What follows belongs to an exercise in optimizing a design on an open flow for small area, a short achievable clock period and few clock cycles per item; a production flow would make more cautious choices.
In this exercise RTL edits were held to simulation tests only and were not proved equivalent to the original.
No activity file was given, so power comes from the tool's default toggle rates.

v50:
Design fp32_divsqrt, start of the top module:
module fp32_divsqrt (
    input  wire        clk,
    input  wire        rst,
    input  wire        in_valid,
    output wire        in_ready,
    input  wire        in_op,         
    input  wire [31:0] in_a,
    input  wire [31:0] in_b,
    output reg         out_valid,
    output wire [31:0] out_result,
    output wire [3:0]  out_flags      
);
    reg               busy;
    reg               op_r;
    reg               sign_r;
    reg        [4:0]  cnt;
    reg               first;      
    reg               last;       
    reg        [8:0]  exp_r;      
    reg        [25:1] W;
    reg        [24:0] D;          
    reg        [24:0] Q;
    reg        [3:0]  flg;
    assign in_ready   = !busy;
    assign out_result = {sign_r, exp_r[7:0], Q[22:0]};
    assign out_flags  = flg;
    wire [22:0] fa = in_a[22:0];
    wire [25:0] w_load = !in_op    ? {2'b01, fa, 1'b0} :
                         in_a[23]  ? {2'b00, fa, 1'b0} :
                                     {fa[22], !fa[22], fa[21:0], 2'b00};
    wire [24:0] d_load = in_op ? 25'h0800000 : {in_b[22:0], 2'b00};
    wire [7:0]  eb_in  = in_b[30:23];
    wire [24:0] q_load = {16'd0, eb_in[0], eb_in[1], eb_in[2], eb_in[3],
                          eb_in[4], eb_in[5], eb_in[6], eb_in[7], 1'b1};
    wire [8:0]  e_load = in_op ? {in_a[23], 1'b0, in_a[30:24]} : {1'b0, in_a[30:23]};
    wire [4:0]  c_load = in_op ? 5'd23 : 5'd25;
    wire [26:0] S    = {W[25:1], 2'b00};
    wire [26:0] T    = {1'b0, 1'b1, D};
    wire        ci   = !last | Q[0];
    wire [26:0] a_g  = S & ~T;
    wire [26:0] a_p  = S ^ ~T;
    wire [26:0] bg [0:8];
    wire [26:0] bp [0:8];
    assign bg[0] = {a_g[26:1], a_g[0] | (a_p[0] & ci)};
    assign bp[0] = a_p;
    genvar gk, gj;
    generate for (gk = 0; gk < 8; gk = gk + 1) begin : g_bk
        localparam integer SP = (gk < 4) ? (1 << gk) : (1 << (7 - gk));
        for (gj = 0; gj < 27; gj = gj + 1) begin : g_b
            if ((gk < 4) ? (((gj + 1) % (2 * SP)) == 0)
                         : ((((gj + 1) % (2 * SP)) == SP) && (gj > SP))) begin : g_op
                assign bg[gk+1][gj] = bg[gk][gj] | (bp[gk][gj] & bg[gk][gj-SP]);
                assign bp[gk+1][gj] = bp[gk][gj] & bp[gk][gj-SP];
            end else begin : g_pass
                assign bg[gk+1][gj] = bg[gk][gj];
  ...
==> flow/config.mk <==
export PLATFORM = sky130hd
export DESIGN_NAME = fp32_divsqrt
export DESIGN_NICKNAME = fp32_divsqrt
export VERILOG_FILES = /design/flow/design.v
export SDC_FILE = /design/flow/constraint.sdc
export NUM_CORES = 4
export LEC_CHECK = 0
export CAP_MARGIN = 20
export CORE_MARGIN = 2
export CORE_UTILIZATION = 40
export PLACE_DENSITY = 0.5
export SLEW_MARGIN = 20
==> flow/constraint.sdc <==
create_clock -name core_clock -period 10.0 [get_ports {clk}]
set_input_delay 2.0000 -clock core_clock [delete_from_list [all_inputs] [get_ports {clk}]]
set_output_delay 2.0000 -clock core_clock [all_outputs]
set_load 0.01 [all_outputs]
standard.sh (not shown) runs the stock make flow with config.mk's settings and CLKGATE_MAP_FILE= SYNTH_SCRIPT=/design/flow/synth_recipe.tcl, a recipe that flattens the netlist after the stock synthesis.
==> flow/flow/run.sh <==
#!/bin/bash
# Own layout flow: the standard synthesis, its combinational logic re-mapped
# for area (registers untouched), then the standard layout steps with timing
# repair aimed below the clock period.
set -euo pipefail
MARGIN=6.75
R=orfs/results/$FLOW_PLATFORM/fp32_divsqrt/base
bash standard.sh synth > synth_standard.log 2>&1
bash flow/resyn.sh $R flow > resyn.log 2>&1
rm -f $R/1_synth.odb $R/1_synth.sdc
bash standard.sh synth > synth_odb.log 2>&1
bash standard.sh SETUP_SLACK_MARGIN=$MARGIN BUFFER_PORTS_ARGS="-buffer_cell sky130_fd_sc_hd__buf_1" CTS_ARGS="-sink_clustering_enable -repair_clock_nets -dont_use_dummy_load -buf_list sky130_fd_sc_hd__clkbuf_8 -sink_clustering_size 25" finish > layout.log 2>&1
==> flow/flow/resyn.abc <==
&get -n; &st; &dch; &nf; &st; &dch; &nf; &put; topo; stime -c; buffer -c; upsize -c -D 2500; dnsize -c -D 2500
Other scripts of this flow, unchanged in this note and not shown: flow/flow/abc.constr, flow/flow/minilib.py, flow/flow/resyn.sh
Testbench counts of v50, summed over its fixed seeds: cycles 62,573, ops 2,400.
## Diff of input files: v9 against v50
- CORE_UTILIZATION changed from 40 to 60
- PLACE_DENSITY removed (was 0.5)
==> flow/flow/run.sh <==
#!/bin/bash
# Own layout flow: the standard synthesis, its combinational logic re-mapped
# for area (registers untouched), then the standard layout steps with timing
# repair aimed below the clock period.
set -euo pipefail
MARGIN=6.5
R=orfs/results/$FLOW_PLATFORM/fp32_divsqrt/base
bash standard.sh synth > synth_standard.log 2>&1
bash flow/resyn.sh $R flow > resyn.log 2>&1
rm -f $R/1_synth.odb $R/1_synth.sdc
bash standard.sh synth > synth_odb.log 2>&1
bash standard.sh SETUP_SLACK_MARGIN=$MARGIN BUFFER_PORTS_ARGS="-buffer_cell sky130_fd_sc_hd__buf_1" CTS_ARGS="-sink_clustering_enable -repair_clock_nets -dont_use_dummy_load -buf_list sky130_fd_sc_hd__clkbuf_8" finish > layout.log 2>&1
==> flow/flow/resyn.abc <==
&get -n; &st; &dch; &nf; &put; topo; stime -c; buffer -c; upsize -c -D 2500; dnsize -c -D 2500
==> comparison <==
- When the final numbers for v9 and v50 were put side by side, the overall track demand over capacity in global routing turned out to be smaller in v50.
- Between v9 and v50, the post-detailed-routing wire length is higher for v50.
- Placed instance count in v9 is 25 below v50.
- On total power, the higher figure sits with v50, not v9.
- [compare] base=v50 new=v9: mapped cell area increased by 2.2% relative to the old numbers; clock share of power decreased by 0.2 points relative to the old numbers.
- v50 → v9: transition time at the pin with the least slew margin shows an increase of 0.046 ns, worst setup slack before clock tree synthesis shows an increase of 0.21 ns.
Modified inputs, v22 compared to v9
- CORE_UTILIZATION changed from 60 to 40
- PLACE_DENSITY newly set to 0.5
==> flow/flow/run.sh <==
#!/bin/bash
# Own layout flow: the standard synthesis, its combinational logic re-mapped
# for area (registers untouched), then the standard layout steps with timing
# repair aimed below the clock period.
set -euo pipefail
MARGIN=6.75
R=orfs/results/$FLOW_PLATFORM/fp32_divsqrt/base
bash standard.sh synth > synth_standard.log 2>&1
bash flow/resyn.sh $R flow > resyn.log 2>&1
rm -f $R/1_synth.odb $R/1_synth.sdc
bash standard.sh synth > synth_odb.log 2>&1
bash standard.sh SETUP_SLACK_MARGIN=$MARGIN BUFFER_PORTS_ARGS="-buffer_cell sky130_fd_sc_hd__buf_1" CTS_ARGS="-sink_clustering_enable -repair_clock_nets -dont_use_dummy_load -buf_list sky130_fd_sc_hd__clkbuf_16 -sink_clustering_size 25" finish > layout.log 2>&1
==> flow/flow/resyn.abc <==
&get -n; &st; &dch; &nf; &st; &dch; &nf; &put; topo; stime -c; buffer -c; upsize -c -D 2500; dnsize -c -D 2500
--- outcome ---
v22 did not stop at any stage, and its layout met the timing, design-rule and antenna checks.
Placement-stage worst setup slack: v22 vs v9 down 0.21 ns
v22 vs v9, cell with the largest stage delay on the worst path: sky130_fd_sc_hd__edfxtp_1 vs sky130_fd_sc_hd__buf_6
Taking v9 as the reference, in v22 normalized max-slew margin now sits higher; non-clock buffer count higher.
--- input diff v22..v24 ---
- changing SLEW_MARGIN from 20 to 0
- changing CAP_MARGIN from 20 to 0
- removing PLACE_DENSITY (formerly 0.5)
==> flow/flow/run.sh <==
#!/bin/bash
# Own layout flow: the standard synthesis, its combinational logic re-mapped
# for area (registers untouched), then the standard layout steps with timing
# repair aimed below the clock period.
set -euo pipefail
MARGIN=6.5
R=orfs/results/$FLOW_PLATFORM/fp32_divsqrt/base
bash standard.sh synth > synth_standard.log 2>&1
bash flow/resyn.sh $R flow > resyn.log 2>&1
rm -f $R/1_synth.odb $R/1_synth.sdc
bash standard.sh synth > synth_odb.log 2>&1
bash standard.sh SETUP_SLACK_MARGIN=$MARGIN BUFFER_PORTS_ARGS="-buffer_cell sky130_fd_sc_hd__buf_1" CTS_ARGS="-sink_clustering_enable -repair_clock_nets -dont_use_dummy_load -buf_list sky130_fd_sc_hd__clkbuf_8" finish > layout.log 2>&1
==> flow/flow/resyn.abc <==
&get -n; &st; &dch; &nf; &put; topo; stime -c; buffer -c; upsize -c -D 2500; dnsize -c -D 2500
Findings:
- Largest stage delay on the critical path ends up lower on v24.
- Taking v22 as the reference, in v24 highest clock frequency the design can meet saw a decrease, via total after detailed routing now smaller.
- In v24, clock network latency to the later pin of the worst-skew pair is higher than in v22.
- Final worst hold slack on v24 is up relative to v22.
- Summary of the comparison: final instance area is lower in v24, relative to v22.
- The start point of the critical path comes out exp_r[0] in one run and W[14] in the other, namely in v22 and v24 respectively.
- From v22 to v24 the numbers moved as follows: sum of routed wire length over all layers moved down; area growth from synthesis to final layout down 5.0 points; total area of multi-input combinational cells now larger.
- Relative to v22, starting utilization of the core area has decreased by 0.35 points in v24.
- v24 vs v22 on number of gates resized after cts: v24 is the lower one.

---

fp32_divsqrt again, from the RTL that the note above started with.
export LEC_CHECK = 0
export CAP_MARGIN = 20
export CORE_MARGIN = 2
export CORE_UTILIZATION = 40
export SLEW_MARGIN = 20
export TNS_END_PERCENT = 0
create_clock -name core_clock -period 10.0 [get_ports {clk}]
==> flow/flow/run.sh <==
#!/bin/bash
# Own layout flow: the standard synthesis, its combinational logic re-mapped
# for area (registers untouched), then the standard layout steps with timing
# repair aimed below the clock period.
set -euo pipefail
MARGIN=6.75
R=orfs/results/$FLOW_PLATFORM/fp32_divsqrt/base
bash standard.sh synth > synth_standard.log 2>&1
bash flow/resyn.sh $R flow > resyn.log 2>&1
rm -f $R/1_synth.odb $R/1_synth.sdc
bash standard.sh synth > synth_odb.log 2>&1
bash standard.sh SETUP_SLACK_MARGIN=$MARGIN BUFFER_PORTS_ARGS="-buffer_cell sky130_fd_sc_hd__buf_1" CTS_ARGS="-sink_clustering_enable -repair_clock_nets -dont_use_dummy_load -buf_list sky130_fd_sc_hd__clkbuf_8" finish > layout.log 2>&1
==> flow/flow/resyn.abc <==
&get -n; &st; &dch; &nf; &st; &dch; &nf; &put; topo; stime -c; buffer -c; upsize -c -D 2500; dnsize -c -D 2500
Other scripts of this flow, unchanged in this note and not shown: flow/flow/abc.constr, flow/flow/minilib.py, flow/flow/resyn.sh
Testbench counts at the start, summed over its fixed seeds: cycles 62,573, ops 2,400.
Change:
Settings changed: PLACE_DENSITY set to 0.5, TNS_END_PERCENT 0 to not set.
What happened:
- cell area goes up by 0.52%
- sequential cell count does not change
- die area does not change
- worst setup slack improves by 0.16 ns
- combinational power goes up by 6.8%
- global-route usage goes up by 1.3 points
- core utilization goes up by 0.25 points
- area after synthesis stays the same
- register-to-register slack improves by 0.08 ns
Change:
--- a/flow/flow/run.sh
+++ b/flow/flow/run.sh
@@ -6 +6 @@
-MARGIN=6.75
+MARGIN=6.5
@@ -12 +12 @@
-bash standard.sh SETUP_SLACK_MARGIN=$MARGIN BUFFER_PORTS_ARGS="-buffer_cell sky130_fd_sc_hd__buf_1" CTS_ARGS="-sink_clustering_enable -repair_clock_nets -dont_use_dummy_load -buf_list sky130_fd_sc_hd__clkbuf_8" finish > layout.log 2>&1
+bash standard.sh SETUP_SLACK_MARGIN=$MARGIN BUFFER_PORTS_ARGS="-buffer_cell sky130_fd_sc_hd__buf_1" finish > layout.log 2>&1
==> flow/flow/resyn.abc (replaced) <==
&get -n; &st; &dch; &nf; &put; topo; stime -c; buffer -c; upsize -c -D 2500; dnsize -c -D 2500
Settings changed: PLACE_DENSITY 0.5 to not set.
What happened: Routed wire length fell by 8.8%. Synthesized cell count rose by 3.1%. Global-route usage fell by 2.2 points. Cell count rose by 2.8%. First-iteration DRC count rose by 26%.
Change:
--- a/flow/flow/run.sh
+++ b/flow/flow/run.sh
@@ -6 +6 @@
-MARGIN=6.5
+MARGIN=6.75
@@ -12 +12 @@
-bash standard.sh SETUP_SLACK_MARGIN=$MARGIN BUFFER_PORTS_ARGS="-buffer_cell sky130_fd_sc_hd__buf_1" finish > layout.log 2>&1
+bash standard.sh SETUP_SLACK_MARGIN=$MARGIN BUFFER_PORTS_ARGS="-buffer_cell sky130_fd_sc_hd__buf_1" CTS_ARGS="-sink_clustering_enable -repair_clock_nets -dont_use_dummy_load -buf_list sky130_fd_sc_hd__clkbuf_8" finish > layout.log 2>&1
==> flow/flow/resyn.abc (replaced) <==
&get -n; &st; &dch; &nf; &st; &dch; &nf; &put; topo; stime -c; buffer -c; upsize -c -D 2500; dnsize -c -D 2500
=> The changed run went through all stages and came out clean. Total power goes down by about 9%. Via count goes down by 0.49%. Routed wire length goes up by 4.6%. Cell area barely changes. Global-route usage goes up by 0.95 points. Clock power goes down by about 37%. Die area goes down by 2.1%. Synthesized cell count goes down by about 3%. Worst setup slack gains 0.15 ns. Register-to-register slack gains 0.22 ns. Non-clock buffer count goes up by 11.
Change:
--- a/flow/flow/run.sh
+++ b/flow/flow/run.sh
@@ -12 +12 @@
-bash standard.sh SETUP_SLACK_MARGIN=$MARGIN BUFFER_PORTS_ARGS="-buffer_cell sky130_fd_sc_hd__buf_1" CTS_ARGS="-sink_clustering_enable -repair_clock_nets -dont_use_dummy_load -buf_list sky130_fd_sc_hd__clkbuf_8" finish > layout.log 2>&1
+bash standard.sh SETUP_SLACK_MARGIN=$MARGIN BUFFER_PORTS_ARGS="-buffer_cell sky130_fd_sc_hd__buf_1" CTS_ARGS="-sink_clustering_enable -repair_clock_nets -dont_use_dummy_load -root_buf sky130_fd_sc_hd__clkbuf_16 -buf_list sky130_fd_sc_hd__clkbuf_8" finish > layout.log 2>&1
Settings changed: PLACE_DENSITY set to 0.5.
The changed run completed with no timing, DRC or antenna violations; die area does not change; area after synthesis is unchanged; core utilization decreases by 0.22 points; setup slack improved by 0.038 ns.
Change:
--- a/flow/flow/run.sh
+++ b/flow/flow/run.sh
@@ -6 +6 @@
-MARGIN=6.75
+MARGIN=7.0
@@ -12 +12 @@
-bash standard.sh SETUP_SLACK_MARGIN=$MARGIN BUFFER_PORTS_ARGS="-buffer_cell sky130_fd_sc_hd__buf_1" CTS_ARGS="-sink_clustering_enable -repair_clock_nets -dont_use_dummy_load -root_buf sky130_fd_sc_hd__clkbuf_16 -buf_list sky130_fd_sc_hd__clkbuf_8" finish > layout.log 2>&1
+bash standard.sh SETUP_SLACK_MARGIN=$MARGIN BUFFER_PORTS_ARGS="-buffer_cell sky130_fd_sc_hd__buf_1" CTS_ARGS="-sink_clustering_enable -repair_clock_nets -dont_use_dummy_load -buf_list sky130_fd_sc_hd__clkbuf_8" finish > layout.log 2>&1
Die area does not change.
Core utilization went up by 3.4 points.
Count of clock-buffer cells in the layout stays the same.
Fmax went up by 2.7%.
Routed wire length went up by 3.9%.
Final area went up by 7.1%.
Register-to-register slack improved by 0.05 ns.
Sequential share of layout area went down by 1.4 points.

[static timing again, ports no longer ideal]
How much do the figures lean on ideal ports? The routed layouts below were timed once more, with nothing changed but the port constraints.
Step 1 assumes that a clkbuf_16 drives the clock port and a buf_2 every other input.
Step 2 moves the port delays by t, midway between the first and last clock arrival at a register: inputs arrive t later, outputs are due t later. That takes back most of the time a late clock gives input paths.
Slacks: no drivers / after step 1 / after step 2; pairs: no drivers / after step 1.
run | shift t [ns] | setup WS [ns] | cell pins on the clock port's net
v50 | 0.420 | 6.871 / 6.832 / 6.568 | 1
v9 | 0.404 | 6.617 / 6.582 / 6.453 | 1
v22 | 0.395 | 6.825 / 6.781 / 6.570 | 1
v24 | 0.420 | 6.639 / 6.639 / 6.463 | 1
the first run of note 2 | 0.425 | 6.712 / 6.673 / 6.430 | 1
the second run of note 2 | 0.420 | 6.871 / 6.832 / 6.568 | 1
the third run of note 2 | 0.403 | 6.639 / 6.639 / 6.487 | 1
the fourth run of note 2 | 0.423 | 6.787 / 6.748 / 6.425 | 1
the fifth run of note 2 | 0.395 | 6.825 / 6.781 / 6.570 | 1
the sixth run of note 2 | 0.421 | 6.908 / 6.908 / 6.771 | 1
After both steps every run listed still meets setup and hold. For the fourth run of note 2, which loses most, drivers alone change the setup slack by -0.039 ns; drivers and shift together by -0.362 ns.
